From an optimization exercise on the open Yosys and OpenROAD flow, aimed at small area and a short achievable clock period; shortcuts taken in it are not production practice. In this exercise RTL edits were held to simulation tests only and were not proved equivalent to the original. Power is estimated from default activity; no workload was simulated.

`flow/design.v`:
```
module fp_narrow (
    input  wire        clk,
    input  wire        rst,           
    input  wire        in_valid,
    input  wire [31:0] in_x,          
    input  wire [3:0]  in_fmt,        
    input  wire [2:0]  in_rmode,      
    input  wire        in_sat,        
    input  wire [15:0] in_r,          
    output reg         out_valid,
    output reg  [15:0] out_y,         
    output reg         out_ovf,       
    output reg         out_nan,       
    output reg         out_err        
);
    localparam [3:0] F_BF16 = 4'h1, F_FP16 = 4'h2, F_E4M3 = 4'h3, F_E5M2 = 4'h4,
                     F_E3M2 = 4'h7, F_E2M3 = 4'h8, F_E2M1 = 4'h9, F_INT8 = 4'hA;
    localparam [2:0] RNE = 3'd0, RTZ = 3'd1, RUP = 3'd2, RDN = 3'd3, SR = 3'd4;
    localparam [1:0] K_IEEE = 2'd0, K_E4M3 = 2'd1, K_NONE = 2'd2, K_INT = 2'd3;
    reg        v_q;
    reg [31:0] x_q;
    reg [3:0]  fmt_q;
    reg [2:0]  rm_q;
    reg        sat_q;
    reg [15:0] r_q;
    always @(posedge clk) begin
        if (rst) v_q <= 1'b0;
        else     v_q <= in_valid;
        x_q   <= in_x;
        fmt_q <= in_fmt;
        rm_q  <= in_rmode;
        sat_q <= in_sat;
        r_q   <= in_r;
    end
    reg        fmt_ok;
    reg [1:0]  kind;
    reg [3:0]  mb;         
    reg [7:0]  bias;
    reg [4:0]  spos;       
    reg [15:0] maxcode;    
    reg [15:0] infcode;    
    reg [15:0] nancode;    
    always @* begin
        fmt_ok  = 1'b1;
        kind    = K_IEEE;
        mb      = 4'd7;
        bias    = 8'd127;
        spos    = 5'd15;
        maxcode = 16'h7F7F;
        infcode = 16'h7F80;
        nancode = 16'h7FC0;
        case (fmt_q)
            F_BF16: ;
            F_FP16: begin
                mb = 4'd10; bias = 8'd15; spos = 5'd15;
                maxcode = 16'h7BFF; infcode = 16'h7C00; nancode = 16'h7E00;
            end
            F_E4M3: begin
                kind = K_E4M3; mb = 4'd3; bias = 8'd7; spos = 5'd7;
                maxcode = 16'h007E; infcode = 16'h0000; nancode = 16'h007F;
            end
            F_E5M2: begin
                mb = 4'd2; bias = 8'd15; spos = 5'd7;
                maxcode = 16'h007B; infcode = 16'h007C; nancode = 16'h007E;
            end
            F_E3M2: begin
                kind = K_NONE; mb = 4'd2; bias = 8'd3; spos = 5'd5;
                maxcode = 16'h001F; infcode = 16'h0000; nancode = 16'h0000;
            end
            F_E2M3: begin
                kind = K_NONE; mb = 4'd3; bias = 8'd1; spos = 5'd5;
                maxcode = 16'h001F; infcode = 16'h0000; nancode = 16'h0000;
            end
            F_E2M1: begin
                kind = K_NONE; mb = 4'd1; bias = 8'd1; spos = 5'd3;
                maxcode = 16'h0007; infcode = 16'h0000; nancode = 16'h0000;
            end
            F_INT8: begin
                kind = K_INT; mb = 4'd0; bias = 8'd0; spos = 5'd7;
                maxcode = 16'h007F; infcode = 16'h0000; nancode = 16'h0000;
            end
            default: fmt_ok = 1'b0;
        endcase
    end
    wire        s     = x_q[31];
    wire [7:0]  ex    = x_q[30:23];
    wire [22:0] fr    = x_q[22:0];
    wire        isnan = (ex == 8'hFF) && (fr != 23'd0);
    wire        isinf = (ex == 8'hFF) && (fr == 23'd0);
    wire        iszero = (ex == 8'h00) && (fr == 23'd0);
    wire [23:0] mant  = {ex != 8'h00, fr};
    wire [7:0]  eeff  = (ex == 8'h00) ? 8'd1 : ex;
    reg  signed [10:0] emin;      
    reg  signed [10:0] elog;      
    reg  signed [10:0] shs;
    reg         [6:0]  sh;        
    reg         [10:0] biased;
    reg                huge;      
    always @* begin
        emin  = 11'sd1 - $signed({3'd0, bias});
        elog  = $signed({3'd0, eeff}) - 11'sd127;
        huge  = 1'b0;
        if (kind == K_INT) begin
            biased = 11'd0;
            shs    = 11'sd144 - $signed({3'd0, eeff});       
            if (shs < 0) huge = 1'b1;
        end else if (ex != 8'h00 && elog >= emin) begin
            biased = elog + $signed({3'd0, bias});
            shs    = 11'sd23 - $signed({7'd0, mb});
        end else begin
            biased = 11'd0;
            shs    = emin - $signed({7'd0, mb}) + 11'sd150 - $signed({3'd0, eeff});
        end
        if (shs < 0)        sh = 7'd0;
        else if (shs > 88)  sh = 7'd88;
        else                sh = shs[6:0];
    end
    wire [87:0] wide    = {mant, 64'd0} >> sh;
    wire [23:0] lo      = wide[87:64];
    wire [63:0] rest    = wide[63:0];
    wire        inexact = (rest != 64'd0) || (lo == 24'd0);
    wire        half    = rest[63];
    wire        below   = rest[62:0] != 63'd0;    
    wire [15:0] t       = rest[63:48];
    wire [16:0] srsum   = {1'b0, r_q} + {1'b0, t};
    reg up;
    always @* begin
        case (rm_q)
            RNE:     up = half && (below || lo[0]);
            RUP:     up = !s && inexact;
            RDN:     up = s && inexact;
            SR:      up = srsum[16];
            default: up = 1'b0;
        endcase
    end
    wire [24:0] v = {1'b0, lo} + {24'd0, up};
    wire [31:0] base     = (biased == 11'd0) ? 32'd0
                                             : ({21'd0, biased - 11'd1} << mb);
    wire [31:0] code_lo  = base + {8'd0, lo};
    wire [31:0] code_v   = base + {7'd0, v};
    wire over_v  = code_v > {16'd0, maxcode};
    wire over_sr = (code_lo > {16'd0, maxcode}) ||
                   ((code_lo == {16'd0, maxcode}) && inexact);
    wire over_fin = huge || over_v ||
                    ((rm_q == SR) && (kind != K_INT) && over_sr);
    wire [15:0] sbit = {15'd0, s} << spos;
    reg [15:0] ovf_y;
    always @* begin
        if (kind == K_INT) begin
            ovf_y = s ? 16'h0081 : 16'h007F;
        end else if (kind == K_NONE || sat_q) begin
            ovf_y = sbit | maxcode;
        end else if (isinf || rm_q == RNE || rm_q == SR ||
                     (rm_q == RUP && !s) || (rm_q == RDN && s)) begin
            ovf_y = (kind == K_E4M3) ? nancode : (sbit | infcode);
        end else begin
            ovf_y = sbit | maxcode;
        end
    end
    wire [7:0]  int_mag = v[7:0];
    wire [15:0] fin_y   = (kind == K_INT) ? {8'd0, s ? (8'd0 - int_mag) : int_mag}
                                          : (sbit | code_v[15:0]);
    reg [15:0] y;
    reg        ovf, nan, err;
    always @* begin
        y = 16'd0; ovf = 1'b0; nan = 1'b0; err = 1'b0;
        if (!fmt_ok || rm_q > SR) begin
            err = 1'b1;
        end else if (isnan) begin
            y = nancode; nan = 1'b1;
        end else if (isinf) begin
            if (kind == K_IEEE && !sat_q) y = sbit | infcode;
            else begin y = ovf_y; ovf = 1'b1; end
        end else if (iszero) begin
            y = (kind == K_INT) ? 16'd0 : sbit;
        end else if (over_fin) begin
            y = ovf_y; ovf = 1'b1;
        end else begin
            y = fin_y;
        end
    end
    always @(posedge clk) begin
        if (rst) out_valid <= 1'b0;
        else     out_valid <= v_q;
        out_y   <= y;
        out_ovf <= ovf;
        out_nan <= nan;
        out_err <= err;
    end
endmodule
```
`flow/config.mk`:
```
export PLATFORM = sky130hd
export DESIGN_NAME = fp_narrow
export DESIGN_NICKNAME = fp_narrow
export VERILOG_FILES = /design/flow/design.v
export SDC_FILE = /design/flow/constraint.sdc
export NUM_CORES = 4
export LEC_CHECK = 0
export CAP_MARGIN = 20
export CORE_MARGIN = 2
export CORE_UTILIZATION = 40
export SLEW_MARGIN = 20
```
`flow/run.sh`:
```
#!/bin/bash
# synth_recipe.tcl (not shown) runs the flow's synth.tcl, then flattens the netlist and writes it again
# the make line also repeats each setting of config.mk as NAME=value (left out here)
make -C /OpenROAD-flow-scripts/flow DESIGN_CONFIG=/design/flow/config.mk WORK_HOME=/design/flow/orfs CLKGATE_MAP_FILE= SYNTH_SCRIPT=/design/flow/synth_recipe.tcl finish
```
`flow/constraint.sdc`:
```
create_clock -name core_clock -period 14.0 [get_ports {clk}]
set_input_delay 2.8000 -clock core_clock [delete_from_list [all_inputs] [get_ports {clk}]]
set_output_delay 2.8000 -clock core_clock [all_outputs]
set_load 0.01 [all_outputs]
```
==> summary.txt <==
Synthesis
  – Most used DFF post-synth: dfxtp_1
  – Synthesized cell area: around 13000 sq um
  – Synth Register Bits: 94
  – Largest cells by area after synthesis: dfxtp_1, ha_1, nor2_1, o21ai_0, a21oi_1
  – Number of flops mapped to enable cells by yosys: 0
  – Post-synthesis sequential area ratio: ~15%
  – Syn_area_per_cell: 7.117 sq um
  – Synthesis Warnings: 1
  – Cell taking the most area after synthesis: dfxtp_1
  – Syn nets: 1989
  – Yosys cell types: between 90 and 100
  – Mapped Cells: 1786
  – Top cell type's share of synthesized area: 14.80%
  – Ys async rst share: 0%

Final layout
  – Synth-to-Final Area Change: 15.14%
  – Commonest non-fill, non-tap cell in the layout: nor2_1
  – Commonest cells after routing, fill and taps aside: nor2_1, nand2_1, o21ai_0
  – Non-Filler Instances: approximately 2300
  – Layout cells sized above 1: 9.672%
  – Fill cells: between 3000 and 4000
  – Fin area: 14640 sq um
  – Number of diodes: 0
  – Nets@finish: 2060
  – Util after Layout: between 40% and 50%

Worst setup path
  – RR Startpoint: bias[1]$_SDFF_PN1_
  – Setup CP Type: register to register
  – Critical path launch point type: register
  – Crit-path slowest cell: or4_1
  – Most frequent CP cell: ha_1
  – Critical R2R Capture: out_y[3]$_SDFF_PP0_
  – Crit path required time: about 14 ns
  – End point of the critical path: out_y[3]$_SDFF_PP0_
  – Reg2Reg Depth: between 50 and 60
  – CP delay by family, top: compound AO/OA/AOI/OAI gates
  – CP endpoint kind: register
  – CP Depth: 51
  – Critical Path AT: 13.68 ns
  – CP Max Fanout: 13
  – WP buf/inv: 7
  – Critical path launch point: bias[1]$_SDFF_PN1_
  – Worst R2R Setup Slack: about 0.62 ns
  – Worst stage delay on the critical path: about 0.65 ns

Power
  – Switching power: roughly 0.0015 W
  – Comb power frac: 78.6%
  – Part of the power in the clock network: 9.7%
  – Internal: between 0.001 and 0.0015 W
  – Sw frac: a little over half
  – Maximum vdd drop: around 84 uV
  – Pwr dens: around 190 nW/um^2
  – Leak: roughly 6.2 nW
  – Part of the power in registers: 11.7%
  – Power Total: ~0.0028 W

CTS
  – Cts bufs inserted: 9
  – CTS tree: done
  – Clock transition at path regs: 0.07 ns
  – Root Buffer: clkbuf_16
  – CTS max path bufs: 2
  – CTS H-tree depth: 3
  – Hold_buf cts: 0
  – Worst skew pair latency: approximately 0.38 ns
  – Sink Count: 94

Outcome
  – Status: no timing/DRC/antenna violations

Die
  – Core ar.: roughly 31000 sq um
  – Die X: between 150 and 200 microns
  – Standard-cell row count: 65
  – DIE AREA: roughly 33000 sq um
  – Initial Utilization: between 40% and 50%
  – Die H: between 150 and 200 microns
  – Io pins: a little under 80

Drt
  – Antenna Nets Post-Route: 0
  – Initial DRT Pass Iterations: 6
  – DRC viols: 0
  – WL final: 49140 microns
  – 1st-iter DRT viols: between 1500 and 2000
  – Routed via count: about 14000
  – Vias/cell: between 6 and 7
  – Wire length per cell: between 20 and 25 microns

GRT
  – First-pass GRT wire length: about 77000 microns
  – GRT Residual Overflow: 0
  – Total track usage: slightly below 30%
  – Vias in the first global route: about 13000
  – Initial antenna violation count: 0
  – Largest net degree at the start of global routing: 43

STA
  – Worst-Margin Slew: approximately 1.0 ns
  – Max-slew violation count: 0
  – Fin crit period: 13.38 ns
  – Fmax: ~75 MHz
  – Worst hold margin: around 0.44 ns
  – Final setup vio count: 0
  – Relative slew slack: about 31%
  – RSZ-0062 raised after global routing: false
  – Clock skew: just over 0.007 ns
  – Final period util: a little over nine tenths
  – Count of final hold-check violations: 0

Placed design
  – Port bufs: 78
  – Placer Congestion: between 1 and 1.5
  – Cell count after placement: 2245
  – Hpwl dp: around 40000 microns
  – Placed instance area: ~14000 sq um

Flow run
  – Max-cap violations: 0

Min path
  – Hold crit path type: register to register
==> layer usage <==
layer	wire (microns)	GRT usage [%]	vias up
li1	-	-	6750
met1	20860	38.45	6746
met2	22620	49.04	718
met3	3497	3.871	126
met4	2166	13.26	0
met5	0	0	-
==> power by group through the flow <==
stage	Sequential [W]	Combinational (W)	Clock, W
6_report	0.000327	0.00220	0.000272
3_5_place_dp	0.000331	0.00211	0
5_1_grt	0.000330	0.00238	0.000289
4_1_cts	0.000325	0.00212	0.000280
3_3_place_gp	0.000331	0.00210	0
2_1_floorplan	0.000324	0.00144	0
==> layout make-up <==
type	instances	area, sq um	area share (%)
Clock buffer	10	239.0	1.633
Clock inverter	5	82.58	0.5642
Inverter	91	341.6	2.334
Multi-Input combinational cell	1505	10220	69.84
Sequential cell	94	1882	12.86
Tap cell	402	503.0	3.437
Timing Repair Buffer	156	1366	9.336
==> state kept, by name (all words and copies together) (netlist names), 3 cells and up <==
register / cells
bias: 4
r_q: 16
x_q: 32
out_y: 16
maxcode: 5
nancode: 5
rm_q: 3
==> how the worst min path moves through the flow <==
stage / startpoint / endpoint / slack [ns] / depth (start not counted)
floorplan: v_q$_SDFF_PP0_ / out_valid$_SDFF_PP0_ / 0.41 / 1
global placement: v_q$_SDFF_PP0_ / out_valid$_SDFF_PP0_ / 0.42 / 1
detailed placement: v_q$_SDFF_PP0_ / out_valid$_SDFF_PP0_ / 0.44 / 1
CTS: v_q$_SDFF_PP0_ / out_valid$_SDFF_PP0_ / 0.45 / 1
global route: v_q$_SDFF_PP0_ / out_valid$_SDFF_PP0_ / 0.46 / 1
finish: v_q$_SDFF_PP0_ / out_valid$_SDFF_PP0_ / 0.44 / 1
==> per-stage QoR <==
| step | setup slack [ns] | TNS, ns |
|---|---|---|
| CTS | 0.06110 | 0 |
| global placement | -0.2110 | -1.871 |
| floorplan | 1.819 | 0 |
| detailed placement | -0.4229 | -5.240 |
| global route | 0.03282 | 0 |
| finish | 0.6197 | 0 |
==> repair_timing <==
action | in CTS | in global routing
pin swaps | 0 | 6
gates resized for setup | 4 | 23
endpoints found under the hold margin | 0 | 0
setup endpoints to repair | 17 | 17
buffers inserted | 0 | 3
==> cell families (layout without fill, tap and decap cells) <==
logic type / count (synthesis) / after routing / share of synthesized area, %
multiplexers: 57 / 57 / 4.744
AND/OR/NAND/NOR: 679 / 679 / 26.06
XOR/XNOR: 67 / 67 / 4.617
flip-flops: 94 / 94 / 14.80
buffers and inverters: 187 / 262 / 5.926
adder cells (fa/ha/maj): 144 / 144 / 14.77
AO/OA/AOI/OAI: 558 / 558 / 29.09
==> synthesized netlist by cell type, types with 8 or more instances <==
cell type  count
o21ai_1       11
ha_1         134
a21o_1        25
o21ai_0      144
nor4_1        21
xor2_1        21
inv_1         88
nand2b_1      22
o221ai_1       9
and3_1        16
nand3_1       69
clkbuf_1      65
a31oi_1       20
o22ai_1       14
fa_1          10
o31ai_1       13
nor3b_1        8
and2_1        19
a22oi_1       11
nand2_1      149
or2_2         11
o211ai_1      25
nor3_1        60
a211oi_1      26
a2111oi_0      8
a21oi_1      116
buf_2         20
mux2_2        15
nor2b_1       23
o21a_1        19
nor2_1       197
or3_1         20
a221oi_1      12
mux2i_1       40
o21bai_1       8
xnor2_1       46
dfxtp_1       94
nand4_1       29

-- re-timing with driven ports --
No port has a modelled driver above. Below, the same layout with a new extraction and two added sets of constraints.
Step 1 sets driving cells, clkbuf_16 on the clock port and buf_2 on the other inputs (assumed; they add their load-dependent delay and slew).
Step 2 also shifts input and output timing later by t, the mid clock arrival at the registers, as if the neighbouring blocks saw the same clock.
Slacks: ideal / step 1 / step 2; pairs: ideal / step 1.
t (ns): 0.427
slack for setup (ns): 0.620 / 0.620 / 0.620
worst setup path after step 2: register to register
After both steps setup and hold are still met in this run. For this run, drivers alone change the setup slack by 0.000 ns; drivers and shift together by 0.000 ns.
